From an optimization exercise on the open Yosys and OpenROAD flow, aimed at small area, a short achievable clock period and few clock cycles per item; shortcuts taken in it are not production practice.
Where RTL was checked, it was by simulation tests only, not by an equivalence proof against the original.

==> flow/design.v (excerpt) <==
module gst_ecc (
    input  wire        clk,
    input  wire        rst,
    input  wire        req_valid,
    output wire        req_ready,
    input  wire [1:0]  req_op,        
    input  wire [33:0] req_addr,      
    input  wire [31:0] req_origin,
    input  wire [79:0] req_cw,        
    input  wire [63:0] req_wdata,     
    input  wire [7:0]  req_wmask,     
    output reg         rsp_valid,
    input  wire        rsp_ready,
    output wire [63:0] rsp_data,
    output wire        rsp_wr,
    output wire [79:0] rsp_cw,
    output wire [1:0]  rsp_weight,    
    output wire        rsp_poison,
    input  wire        stat_clr,      
    input  wire [1:0]  log_clr,       
    output wire [63:0] eccstat,
    output wire [63:0] ecclog,
    output wire [31:0] eccorg
);
    wire [6:0] s1, s3;
    wire par;
    wire sx_0 = req_cw[24] ^ req_cw[75];
    wire sx_1 = req_cw[25] ^ req_cw[76];
    wire sx_2 = req_cw[55] ^ req_cw[72];
    wire sx_3 = req_cw[58] ^ sx_0;
    wire sx_4 = req_cw[17] ^ req_cw[33];
    wire sx_5 = req_cw[30] ^ req_cw[37];
  ...
==> flow/config.mk <==
export PLATFORM = sky130hd
export DESIGN_NAME = gst_ecc
export DESIGN_NICKNAME = gst_ecc
export VERILOG_FILES = /design/flow/design.v
export SDC_FILE = /design/flow/constraint.sdc
export NUM_CORES = 4
export LEC_CHECK = 0
export ABC_AREA = 1
export CAP_MARGIN = 20
export CORE_MARGIN = 2
export CORE_UTILIZATION = 60
export PLACE_DENSITY = 0.72
export SLEW_MARGIN = 20
==> flow/constraint.sdc <==
create_clock -name core_clock -period 25.0 [get_ports {clk}]
set_input_delay 5.0000 -clock core_clock [delete_from_list [all_inputs] [get_ports {clk}]]
set_output_delay 5.0000 -clock core_clock [all_outputs]
set_load 0.01 [all_outputs]
standard.sh (not shown) runs the stock make flow with config.mk's settings and CLKGATE_MAP_FILE= SYNTH_SCRIPT=/design/flow/synth_recipe.tcl, a recipe that flattens the netlist after the stock synthesis.
==> flow/flow/run.sh <==
#!/bin/bash
# The standard layout, with the ports buffered by the smallest buffer
# (sky130_fd_sc_hd__buf_1) instead of the default delay buffer, and timing
# repair aiming 14 ns below the clock period.
set -euo pipefail
bash standard.sh "BUFFER_PORTS_ARGS=-buffer_cell sky130_fd_sc_hd__buf_1" SETUP_SLACK_MARGIN=14 finish > standard_flow.log 2>&1
Testbench counts at the start, summed over its fixed seeds: cycles 12,008, items 12,000.
Change:
==> flow/flow/run.sh (replaced) <==
#!/bin/bash
# The standard layout, with the ports buffered by the smallest buffer
# (sky130_fd_sc_hd__buf_1) instead of the default delay buffer, and timing
# repair aiming 15 ns below the clock period.
set -euo pipefail
bash standard.sh "BUFFER_PORTS_ARGS=-buffer_cell sky130_fd_sc_hd__buf_1" SETUP_SLACK_MARGIN=15 finish > standard_flow.log 2>&1
- ABC_AREA: 1 -> not set
- CORE_UTILIZATION: 60 -> 40
- PLACE_DENSITY: 0.72 -> not set
The changed run ran to the end with no violations.
Synthesized area came out lower by 8.2%.
Clock skew goes down by 0.0056 ns.
Hold slack degrades by 0.027 ns.
Register-to-register slack loses 0.06 ns.
Sequential share of layout area falls by 3.1 points.
Change:
==> flow/flow/run.sh (replaced) <==
#!/bin/bash
# The standard layout, with the ports buffered by the smallest buffer
# (sky130_fd_sc_hd__buf_1) instead of the default delay buffer, and timing
# repair aiming 14 ns below the clock period.
set -euo pipefail
bash standard.sh "BUFFER_PORTS_ARGS=-buffer_cell sky130_fd_sc_hd__buf_1" SETUP_SLACK_MARGIN=14 finish > standard_flow.log 2>&1
- CTS_BUF_LIST: not set -> sky130_fd_sc_hd__clkbuf_8
What happened: Cell count decreases by 4.4%. Setup slack gets worse by 0.25 ns. Wire length fell by 8.4%. Non-clock buffer count shrinks by 205. Sequential share of layout area rises by 4.1 points.
Change:
==> flow/flow/run.sh (replaced) <==
#!/bin/bash
# The standard layout, with the ports buffered by the smallest buffer
# (sky130_fd_sc_hd__buf_1) instead of the default delay buffer, and timing
# repair aiming 14.5 ns below the clock period.
set -euo pipefail
bash standard.sh "BUFFER_PORTS_ARGS=-buffer_cell sky130_fd_sc_hd__buf_1" SETUP_SLACK_MARGIN=14.5 finish > standard_flow.log 2>&1
- CORE_UTILIZATION: 40 -> 60
- CTS_BUF_LIST: sky130_fd_sc_hd__clkbuf_8 -> not set
- PLACE_DENSITY: not set -> 0.72
After rerunning: The new run finished clean; register-to-register slack gains 0.06 ns; area after synthesis is unchanged; worst setup slack improves by 0.32 ns; count of clock-buffer cells in the layout drops by 25; clock skew came out lower by 0.0089 ns; design area goes up by 7.4%; routed wire length is lower by 2.6%.

========
Another version of the RTL of gst_ecc (not shown whole).
Size: about 540 I/O pins, ~0.024 mm2 of cells after synthesis.
==> flow/config.mk <==
export PLATFORM = sky130hd
export DESIGN_NAME = gst_ecc
export DESIGN_NICKNAME = gst_ecc
export VERILOG_FILES = /design/flow/design.v
export SDC_FILE = /design/flow/constraint.sdc
export NUM_CORES = 4
export LEC_CHECK = 0
export CAP_MARGIN = 20
export CORE_MARGIN = 2
export CORE_UTILIZATION = 60
export CTS_CLUSTER_DIAMETER = 60
export CTS_CLUSTER_SIZE = 24
export PLACE_DENSITY = 0.72
export SLEW_MARGIN = 20
==> flow/constraint.sdc <==
create_clock -name core_clock -period 25.0 [get_ports {clk}]
set_input_delay 5.0000 -clock core_clock [delete_from_list [all_inputs] [get_ports {clk}]]
set_output_delay 5.0000 -clock core_clock [all_outputs]
set_load 0.01 [all_outputs]
==> flow/flow/run.sh <==
#!/bin/bash
# The standard layout, with the ports buffered by the smallest buffer
# (sky130_fd_sc_hd__buf_1) instead of the default delay buffer, and timing
# repair aiming 14.5 ns below the clock period.
set -euo pipefail
bash standard.sh "BUFFER_PORTS_ARGS=-buffer_cell sky130_fd_sc_hd__buf_1" SETUP_SLACK_MARGIN=14.5 finish > standard_flow.log 2>&1
The starting point completed with no timing, DRC or antenna violations.
Testbench counts at the start, summed over its fixed seeds: cycles 12,008, items 12,000.
Rerun with:
==> flow/flow/run.sh (replaced) <==
#!/bin/bash
# The standard layout, with the ports buffered by the smallest buffer
# (sky130_fd_sc_hd__buf_1) instead of the default delay buffer, and timing
# repair aiming 14 ns below the clock period.
set -euo pipefail
bash standard.sh "BUFFER_PORTS_ARGS=-buffer_cell sky130_fd_sc_hd__buf_1" SETUP_SLACK_MARGIN=14 finish > standard_flow.log 2>&1
--- a/flow/config.mk
+++ b/flow/config.mk
@@ -9,6 +9,6 @@
 export CORE_MARGIN = 2
 export CORE_UTILIZATION = 60
-export CTS_CLUSTER_DIAMETER = 60
-export CTS_CLUSTER_SIZE = 24
+export CTS_CLUSTER_DIAMETER = 80
+export CTS_CLUSTER_SIZE = 30
 export PLACE_DENSITY = 0.72
 export SLEW_MARGIN = 20
After rerunning:
- The new run ran to the end with no violations
- wire length drops by a few percent
- via count went down by a few percent

========
Another version of the RTL of gst_ecc (not shown whole).
export LEC_CHECK = 0
export CAP_MARGIN = 20
export CORE_MARGIN = 2
export CORE_UTILIZATION = 40
export SLEW_MARGIN = 20
create_clock -name core_clock -period 25.0 [get_ports {clk}]
==> flow/flow/run.sh <==
#!/bin/bash
# The standard layout, with the ports buffered by the smallest buffer
# (sky130_fd_sc_hd__buf_1) instead of the default delay buffer.
set -euo pipefail
bash standard.sh "BUFFER_PORTS_ARGS=-buffer_cell sky130_fd_sc_hd__buf_1" finish > standard_flow.log 2>&1
The starting point ran to the end with no violations.
Then changed:
==> flow/flow/run.sh (replaced) <==
#!/bin/bash
# The standard layout, with the ports buffered by the smallest buffer
# (sky130_fd_sc_hd__buf_1) instead of the default delay buffer, and timing
# repair aiming 14 ns below the clock period.
set -euo pipefail
bash standard.sh "BUFFER_PORTS_ARGS=-buffer_cell sky130_fd_sc_hd__buf_1" SETUP_SLACK_MARGIN=14 finish > standard_flow.log 2>&1
Result:
- The new run finished clean
- hold slack is about the same
- cell area rises by about a fifth
No run of this note included a check of the RTL's function; only the layout flow was run.

========
## build 22
gst_ecc, a different RTL version from the one above (not shown whole).
Size: about 2,500 cells after synthesis, roughly 300 flip-flops, roughly 540 I/O pins, ~0.023 mm^2 of cells after synthesis.
clock: 25.0 ns
lec_check: 0
cap_margin: 20
core_margin: 2
core_utilization: 60
cts_cluster_diameter: 60
cts_cluster_size: 24
gpl_routability_driven: 0
place_density: 0.72
slew_margin: 20
==> flow/flow/run.sh <==
#!/bin/bash
# The standard layout, with the ports buffered by the smallest buffer
# (sky130_fd_sc_hd__buf_1) instead of the default delay buffer, and timing
# repair aiming 14.25 ns below the clock period.
set -euo pipefail
bash standard.sh "BUFFER_PORTS_ARGS=-buffer_cell sky130_fd_sc_hd__buf_1" SETUP_SLACK_MARGIN=14.25 finish > standard_flow.log 2>&1
Testbench counts of build 22, summed over its fixed seeds: cycles 12,008, items 12,000.
#### Input delta (build 76 over build 22)
==> flow/flow/run.sh <==
#!/bin/bash
# The standard layout, with the ports buffered by the smallest buffer
# (sky130_fd_sc_hd__buf_1) instead of the default delay buffer, and timing
# repair aiming 14 ns below the clock period.
set -euo pipefail
bash standard.sh "BUFFER_PORTS_ARGS=-buffer_cell sky130_fd_sc_hd__buf_1" SETUP_SLACK_MARGIN=14 finish > standard_flow.log 2>&1
-- flow/config.mk --
<<< build 22, line 12
export CTS_CLUSTER_SIZE = 24
export GPL_ROUTABILITY_DRIVEN = 0
export PLACE_DENSITY = 0.72
>>> build 76, line 12
export CTS_CLUSTER_SIZE = 24
export PLACE_DENSITY = 0.72
[summary]
Hold slack delta (build 22 -> build 76): insignificant
Build 76 vs. build 22: number of resized instances in the post-cts repair step decreased by 10 relative to the old numbers, smallest setup slack after layout decreased by 230 ps relative to the old numbers.
Lower length in cells of the worst reg-to-reg path was reported by build 22, not build 76.
In the tables for build 76 and build 22, final-stage net count reads higher with build 22.
Cmp build 76 and build 22 / actual transition at the worst max-transition pin / higher: build 76
Summary of the comparison: count of inserted antenna diode cells is lower in build 76, relative to build 22.
Comparing build 76 and build 22, share of the final layout cell area in multi-input gates is higher on build 76.
Placed instance count delta (build 22 -> build 76): insignificant
The inputs of build 44 differ from those of build 76 as listed below.
==> flow/flow/run.sh <==
#!/bin/bash
# The standard layout, with the ports buffered by the smallest buffer
# (sky130_fd_sc_hd__buf_1) instead of the default delay buffer, and timing
# repair aiming 14.25 ns below the clock period.
set -euo pipefail
bash standard.sh "BUFFER_PORTS_ARGS=-buffer_cell sky130_fd_sc_hd__buf_1" SETUP_SLACK_MARGIN=14.25 finish > standard_flow.log 2>&1
-- flow/config.mk --
<<< build 76, line 9
export CORE_MARGIN = 2
export CORE_UTILIZATION = 60
export CTS_CLUSTER_DIAMETER = 60
export CTS_CLUSTER_SIZE = 24
export PLACE_DENSITY = 0.72
export SLEW_MARGIN = 20
>>> build 44, line 9
export CORE_MARGIN = 2
export CORE_UTILIZATION = 50
export CTS_CLUSTER_DIAMETER = 60
export CTS_CLUSTER_SIZE = 24
export PLACE_DENSITY = 0.65
export SLEW_MARGIN = 20
Results
- Of build 44 and build 76, the higher time the final worst path needs with I/O delays and setup belongs to build 76.
- On build 44: sequential share of cell area is 0.60 points lower than what build 76 gave.
- Looking only at worst clock skew on the final layout, and setting everything else aside, the lower value of build 44 and build 76 goes to build 44.

========
trial 4:
gst_ecc with an RTL version that a note above also has.
For scale: roughly 2600 cells after synthesis, ~300 flip-flops, ~540 I/O pins, about 23000 sq um of cells after synthesis.
clock: 25.0 ns
lec_check: 0
cap_margin: 20
core_margin: 2
core_utilization: 40
slew_margin: 20
==> flow/flow/run.sh <==
#!/bin/bash
# The standard layout, with the ports buffered by the smallest buffer
# (sky130_fd_sc_hd__buf_1) instead of the default delay buffer, and timing
# repair aiming 14 ns below the clock period.
set -euo pipefail
bash standard.sh "BUFFER_PORTS_ARGS=-buffer_cell sky130_fd_sc_hd__buf_1" SETUP_SLACK_MARGIN=14 finish > standard_flow.log 2>&1
Testbench counts of trial 4, summed over its fixed seeds: cycles 12,008, items 12,000.
Here is what was changed in the inputs of build 94 compared with trial 4.
Settings: PLACE_DENSITY newly set to 0.72; CORE_UTILIZATION changed from 40 to 60.
Findings:
Build 94 ends up with a met2 usage that is 16 points higher than in trial 4. Trial 4 has a lower multi-input gate share of total cell area than build 94. Beginning of the critical path = req_cw[67]: trial 4; beginning of the critical path = req_cw[49]: build 94. For the effective utilization at floorplan, build 94 came in 20 points higher than trial 4 did. Trial 4 has lower global routing met3 resource utilization than build 94. Looking at clock-buffer cell count, build 94 sits below trial 4. Looking at uppermost metal layer occupied by signal nets, the met4 result is from build 94; the met5 one comes from trial 4. Re non-clock buffer count: build 94 is about 2% down on trial 4. Delta (build 94 minus trial 4): chip height shows a reduction of 44 um, worst hold slack held steady, critical path data arrival time climbed 30 ps, utilization after layout increased 22 points.

========
gst_ecc again, from the RTL that the note above started with.
export LEC_CHECK = 0
export CAP_MARGIN = 20
export CORE_MARGIN = 2
export CORE_UTILIZATION = 40
export SLEW_MARGIN = 20
create_clock -name core_clock -period 25.0 [get_ports {clk}]
==> flow/flow/run.sh <==
#!/bin/bash
# The standard layout, with the ports buffered by the smallest buffer
# (sky130_fd_sc_hd__buf_1) instead of the default delay buffer, and timing repair aiming 13 ns below the clock period.
set -euo pipefail
bash standard.sh "BUFFER_PORTS_ARGS=-buffer_cell sky130_fd_sc_hd__buf_1" SETUP_SLACK_MARGIN=13 finish > standard_flow.log 2>&1
The baseline completed without violations.
Testbench counts at the start, summed over its fixed seeds: cycles 12,008, items 12,000.
Edit:
==> flow/flow/run.sh (replaced) <==
#!/bin/bash
# The standard layout, with the ports buffered by the smallest buffer
# (sky130_fd_sc_hd__buf_1) instead of the default delay buffer, and timing
# repair aiming 14 ns below the clock period.
set -euo pipefail
bash standard.sh "BUFFER_PORTS_ARGS=-buffer_cell sky130_fd_sc_hd__buf_1" SETUP_SLACK_MARGIN=14 finish > standard_flow.log 2>&1
Settings changed: CORE_UTILIZATION 40 to 60, CTS_CLUSTER_DIAMETER set to 60, CTS_CLUSTER_SIZE set to 24, PLACE_DENSITY set to 0.72.
- The new run produced a clean layout
- area after synthesis stays the same
- setup slack gets better by 0.79 ns
- critical path depth does not change
- die area is lower by about 33%

========
Setup of job 6700:
gst_ecc again, from the RTL that the note above started with.
clock: 25.0 ns
lec_check: 0
cap_margin: 20
core_margin: 2
core_utilization: 40
slew_margin: 20
==> flow/flow/run.sh <==
#!/bin/bash
# The standard layout, with the ports buffered by the smallest buffer
# (sky130_fd_sc_hd__buf_1) instead of the default delay buffer, and timing
# repair aiming 16 ns below the clock period.
set -euo pipefail
bash standard.sh "BUFFER_PORTS_ARGS=-buffer_cell sky130_fd_sc_hd__buf_1" SETUP_SLACK_MARGIN=16 finish > standard_flow.log 2>&1
Job 6700 | status: complete | timing, DRC, antenna: pass
Testbench counts of job 6700, summed over its fixed seeds: cycles 12,008, items 12,000.
### job 6700 -> job 6134
==> flow/flow/run.sh <==
#!/bin/bash
# The standard layout, with the ports buffered by the smallest buffer
# (sky130_fd_sc_hd__buf_1) instead of the default delay buffer.
set -euo pipefail
bash standard.sh "BUFFER_PORTS_ARGS=-buffer_cell sky130_fd_sc_hd__buf_1" finish > standard_flow.log 2>&1
Notes after the runs:
- Job 6700 | status: complete | timing, DRC, antenna: pass
- Job 6134 finished every stage and its layout cleared the timing, DRC and antenna checks.
- The placed instance area in job 6700 is 1.05 times that in job 6134.
- The first-pass GRT wire length of job 6134 was superior to that of job 6700.
- Job 6134 against job 6700: critical path buffer and inverter count went down by 6, met3 routing resource usage after global routing went down by 0.94 points, routed length per instance went down by about 5%.
- Job 6134 ended with less global-route usage than job 6700.

[re-timing with driven ports]
No port has a modelled driver above. Below, the same layouts with a new extraction and two added sets of constraints.
Step 1, drivers: a clkbuf_16 drives clk and a buf_2 each remaining input, both assumed.
Step 2 moves the port delays by t, midway between the first and last clock arrival at a register: inputs arrive t later, outputs are due t later. That takes back most of the time a late clock gives input paths.
a / b / c = ideal ports / drivers / drivers and shift; a / b = the first two.
run	t (ns)	slack for setup (ns)	worst setup path at the end
the first run of note 1	0.621	14.229 / 14.204 / 13.957	input to register
the second run of note 1	0.593	14.253 / 14.267 / 13.673	input to register
the third run of note 1	0.657	14.003 / 14.035 / 13.377	input to register
the fourth run of note 1	0.610	14.326 / 14.345 / 13.735	input to register
the first run of note 2	0.577	14.504 / 14.483 / 13.985	input to register
the second run of note 2	0.554	14.052 / 13.998 / 13.720	input to register
the first run of note 3	0.596	12.189 / 12.131 / 12.727	register to output
the second run of note 3	0.597	13.695 / 13.638 / 13.650	input to register
build 22	0.603	14.349 / 14.307 / 13.777	input to register
build 76	0.585	14.114 / 14.148 / 13.563	input to register
build 44	0.605	14.422 / 14.424 / 13.853	input to register
trial 4	0.591	14.115 / 14.134 / 13.543	input to register
build 94	0.607	14.136 / 14.155 / 13.549	input to register
the first run of note 6	0.592	13.263 / 13.291 / 12.699	input to register
the second run of note 6	0.571	14.055 / 14.090 / 13.519	input to register
job 6700	0.589	14.135 / 14.131 / 13.542	input to register
job 6134	0.592	12.749 / 12.782 / 12.190	input to register
After both steps every run listed still meets setup and hold. For the third run of note 1, which loses most, drivers alone change the setup slack by +0.032 ns; drivers and shift together by -0.626 ns.
